What follows belongs to an exercise in optimizing a design on an open flow for small area, a short achievable clock period and few clock cycles; a production flow would make more cautious choices.
In this exercise RTL edits were held to simulation tests only and were not proved equivalent to the original.

Design str_sgm_row, start of the top module:
module str_sgm_row (
    input  wire        clk,
    input  wire        rst,
    input  wire        in_valid,
    output wire        in_ready,
    input  wire        in_first,
    input  wire [23:0] in_cl,
    input  wire        in_cl_ok,
    input  wire [23:0] in_cr,
    input  wire        in_cr_ok,
    input  wire [5:0]  cfg_p1,
    input  wire [9:0]  cfg_p2,
    input  wire [7:0]  cfg_conf_min,
    output wire        out_valid,
    input  wire        out_ready,
    output wire [15:0] out_d16,
    output wire [7:0]  out_conf
);
    localparam ND = 16;
    localparam W  = 11;      
    reg        in_rdy;
    reg  [2:0] owed;         
    reg        s0_v;
    reg        l_v;          
    reg        q_v;          
    wire take    = in_valid && in_rdy;
    wire deliver = q_v && out_ready;
    assign in_ready  = in_rdy;
    assign out_valid = q_v;
    reg        s0_first, s0_clok, s0_crok;
    reg [23:0] s0_cl, s0_cr;
    reg [5:0]  p1;
    reg [9:0]  p2;
    reg [7:0]  cmin_row;
    always @(posedge clk) begin
        s0_first <= in_first;
        s0_clok  <= in_cl_ok;
        s0_crok  <= in_cr_ok;
        s0_cl    <= in_cl;
        s0_cr    <= in_cr;
        if (take && in_first) begin
            p1       <= cfg_p1;
            p2       <= cfg_p2;
            cmin_row <= cfg_conf_min;
        end
    end
    reg [23:0]  rc   [1:ND-1];   
    reg         rcok [1:ND-1];
    reg [W-1:0] L    [0:ND-1];   
    reg [W-1:0] smin;            
    reg [3:0]   dbest;           
    reg [3:0]   x_l;             
    reg         okx_l;           
    reg [7:0]   c1_l;            
    reg [7:0]   cmin_l;
    wire [3:0] x_s0 = s0_first ? 4'd0 : (x_l == 4'd15 ? 4'd15 : x_l + 4'd1);
    function [1:0] fa;       
        input a, b, c;
        fa = {(a & b) | (a & c) | (b & c), a ^ b ^ c};
    endfunction
    function lt;
        input [W+3:0] a, b;
        reg c;
        integer i;
        begin
            c = 1'b0;
            for (i = 0; i < W+4; i = i + 1)
                c = (~a[i] & b[i]) | (~a[i] & c) | (b[i] & c);
            lt = c;
        end
    endfunction
    function [4:0] pop24;
        input [23:0] x;
        reg [7:0] s1, c1;
        reg [1:0] s2, c2;
        reg       s3, c3, b0, c4;
        reg [3:0] s5, c5;
        reg       s6, c6, b1, c7;
        reg [1:0] s8, c8;
        reg       b2, c9, b3, b4;
        integer i;
  ...
clock: 180.0 ns
lec_check: 0
abc_area: 1
cap_margin: 20
core_margin: 2
core_utilization: 40
slew_margin: 20
standard.sh (not shown) runs the stock make flow with config.mk's settings and CLKGATE_MAP_FILE= SYNTH_SCRIPT=/design/flow/synth_recipe.tcl, a recipe that flattens the netlist after the stock synthesis.
==> flow/flow/run.sh <==
#!/bin/bash
# The standard layout, with one change: the buffers that buffer_ports
# puts on the input and output ports are buf_2 cells rather than the slow
# delay cell it picks by default. The make output (every tool's full log
# also stays under orfs/logs) goes to standard_flow.log here.
set -euo pipefail
export BUFFER_PORTS_ARGS="-buffer_cell sky130_fd_sc_hd__buf_2"
bash standard.sh > standard_flow.log 2>&1
The baseline completed without violations.
Testbench counts at the start, summed over its fixed seeds: cycles 4,780.
Rerun with:
CAP_MARGIN = 10   (was 20)
CORE_UTILIZATION = 60   (was 40)
CTS_CLUSTER_DIAMETER = 80   (was not set)
CTS_CLUSTER_SIZE = 30   (was not set)
SLEW_MARGIN = 10   (was 20)
Effect: Final cell count decreases by about 7.5%. Area after synthesis stays the same. Global-route usage increases by 14 points. Synthesized cell count stays the same. Non-clock buffer count increases by 9. Final area decreases by about 3%.


str_sgm_row again, from the RTL that the note above started with.
Settings: LEC_CHECK=0, ABC_AREA=1, CAP_MARGIN=10, CORE_MARGIN=2, CORE_UTILIZATION=55, CTS_CLUSTER_DIAMETER=100, CTS_CLUSTER_SIZE=24, SLEW_MARGIN=10; clock period 180.0 ns.
Scripts as last shown in full above: flow/flow/run.sh
Testbench counts at the start, summed over its fixed seeds: cycles 4,780.
==> next run, changes <==
CAP_MARGIN = 20   (was 10)
CORE_UTILIZATION = 40   (was 55)
CTS_CLUSTER_DIAMETER = 80   (was 100)
CTS_CLUSTER_SIZE = 18   (was 24)
SLEW_MARGIN = 20   (was 10)
Global-route usage went down by 11 points. Setup slack is worse by 0.11 ns. Core utilization drops by 15 points. Routed wire length drops by 0.82%. Final area goes up by about 1.8%. Clock-buffer cell count is higher by 19. Die area rose by about 37%.
==> next run, changes <==
CTS_CLUSTER_DIAMETER = 100   (was 80)
CTS_CLUSTER_SIZE = 24   (was 18)
Via count hardly moves.
Fmax barely changes.
Hold slack is better by 0.0068 ns.
Routed wire length is lower slightly.
Sequential share of layout area went up by 0.16 points.


str_sgm_row, a different RTL version from the one above (not shown whole).
For scale: ~7600 cells after synthesis, about 110 I/O pins, roughly 75000 µm² of cells after synthesis.
Design str_sgm_row, start of the top module:
module str_sgm_row (
    input  wire        clk,
    input  wire        rst,
    input  wire        in_valid,
    output wire        in_ready,
    input  wire        in_first,
    input  wire [23:0] in_cl,
    input  wire        in_cl_ok,
    input  wire [23:0] in_cr,
    input  wire        in_cr_ok,
    input  wire [5:0]  cfg_p1,
    input  wire [9:0]  cfg_p2,
    input  wire [7:0]  cfg_conf_min,
    output wire        out_valid,
    input  wire        out_ready,
    output wire [15:0] out_d16,
    output wire [7:0]  out_conf
);
==> flow/config.mk <==
export PLATFORM = sky130hd
export DESIGN_NAME = str_sgm_row
export DESIGN_NICKNAME = str_sgm_row
export VERILOG_FILES = /design/flow/design.v
export SDC_FILE = /design/flow/constraint.sdc
export NUM_CORES = 4
export LEC_CHECK = 0
export CAP_MARGIN = 20
export CORE_MARGIN = 2
export CORE_UTILIZATION = 40
export SLEW_MARGIN = 20
==> flow/constraint.sdc <==
create_clock -name core_clock -period 180.0 [get_ports {clk}]
set_input_delay 36.0000 -clock core_clock [delete_from_list [all_inputs] [get_ports {clk}]]
set_output_delay 36.0000 -clock core_clock [all_outputs]
set_load 0.01 [all_outputs]
Scripts as last shown in full above: flow/flow/run.sh
Testbench counts at the start, summed over its fixed seeds: cycles 4,780.
Then changed:
==> flow/run.sh (new file) <==
#!/bin/bash
# synth_recipe.tcl (not shown) runs the flow's synth.tcl, then flattens the netlist and writes it again
# the make line also repeats each setting of config.mk as NAME=value (left out here)
make -C /OpenROAD-flow-scripts/flow DESIGN_CONFIG=/design/flow/config.mk WORK_HOME=/design/flow/orfs CLKGATE_MAP_FILE= SYNTH_SCRIPT=/design/flow/synth_recipe.tcl finish
removed: flow/flow/run.sh
removed: flow/standard.sh
Wire length barely changes.
Die area does not change.
Synthesized area stays the same.
First-iteration DRC count went down by 3.0%.
Setup slack gets worse by 0.38 ns.
Cell area grows by about 0.66%.
Core utilization grows by 0.29 points.
Register-to-register slack gets worse by 0.51 ns.

## what the ideal ports hide
The results above use ideal ports. As a check the final layouts listed here were re-extracted and re-timed, cells and wires unchanged. Step 1, drivers: a clkbuf_16 drives clk and a buf_2 each remaining input, both assumed. Step 2 adds t to the input delays and takes it off the output delays; t is the mean of the earliest and latest rising clock arrival at the registers after step 1. Input paths then give back, and output paths get back, about the clock's delay inside the block. Three values: no drivers, after step 1, after step 2; two values: the first two.
run | t, ns | setup slack, ns | clock arrival spread, ns | worst data-port slew with drivers (ns)
the first run of note 1 | 0.804 | 142.641 / 142.552 / 142.609 | 0.052 / 0.053 | 0.04
the second run of note 1 | 0.760 | 142.644 / 142.568 / 142.449 | 0.060 / 0.060 | 0.04
the first run of note 2 | 0.761 | 142.678 / 142.602 / 142.322 | 0.044 / 0.044 | 0.04
the second run of note 2 | 0.811 | 142.572 / 142.490 / 142.642 | 0.079 / 0.078 | 0.04
the third run of note 2 | 0.756 | 142.657 / 142.575 / 142.598 | 0.040 / 0.039 | 0.04
the first run of note 3 | 0.808 | 142.633 / 142.611 / 141.884 | 0.099 / 0.099 | 0.03
the second run of note 3 | 0.838 | 142.252 / 142.166 / 141.495 | 0.102 / 0.103 | 0.04
After both steps every run listed still meets setup and hold. For the second run of note 3, which loses most, drivers alone change the setup slack by -0.086 ns; drivers and shift together by -0.757 ns.
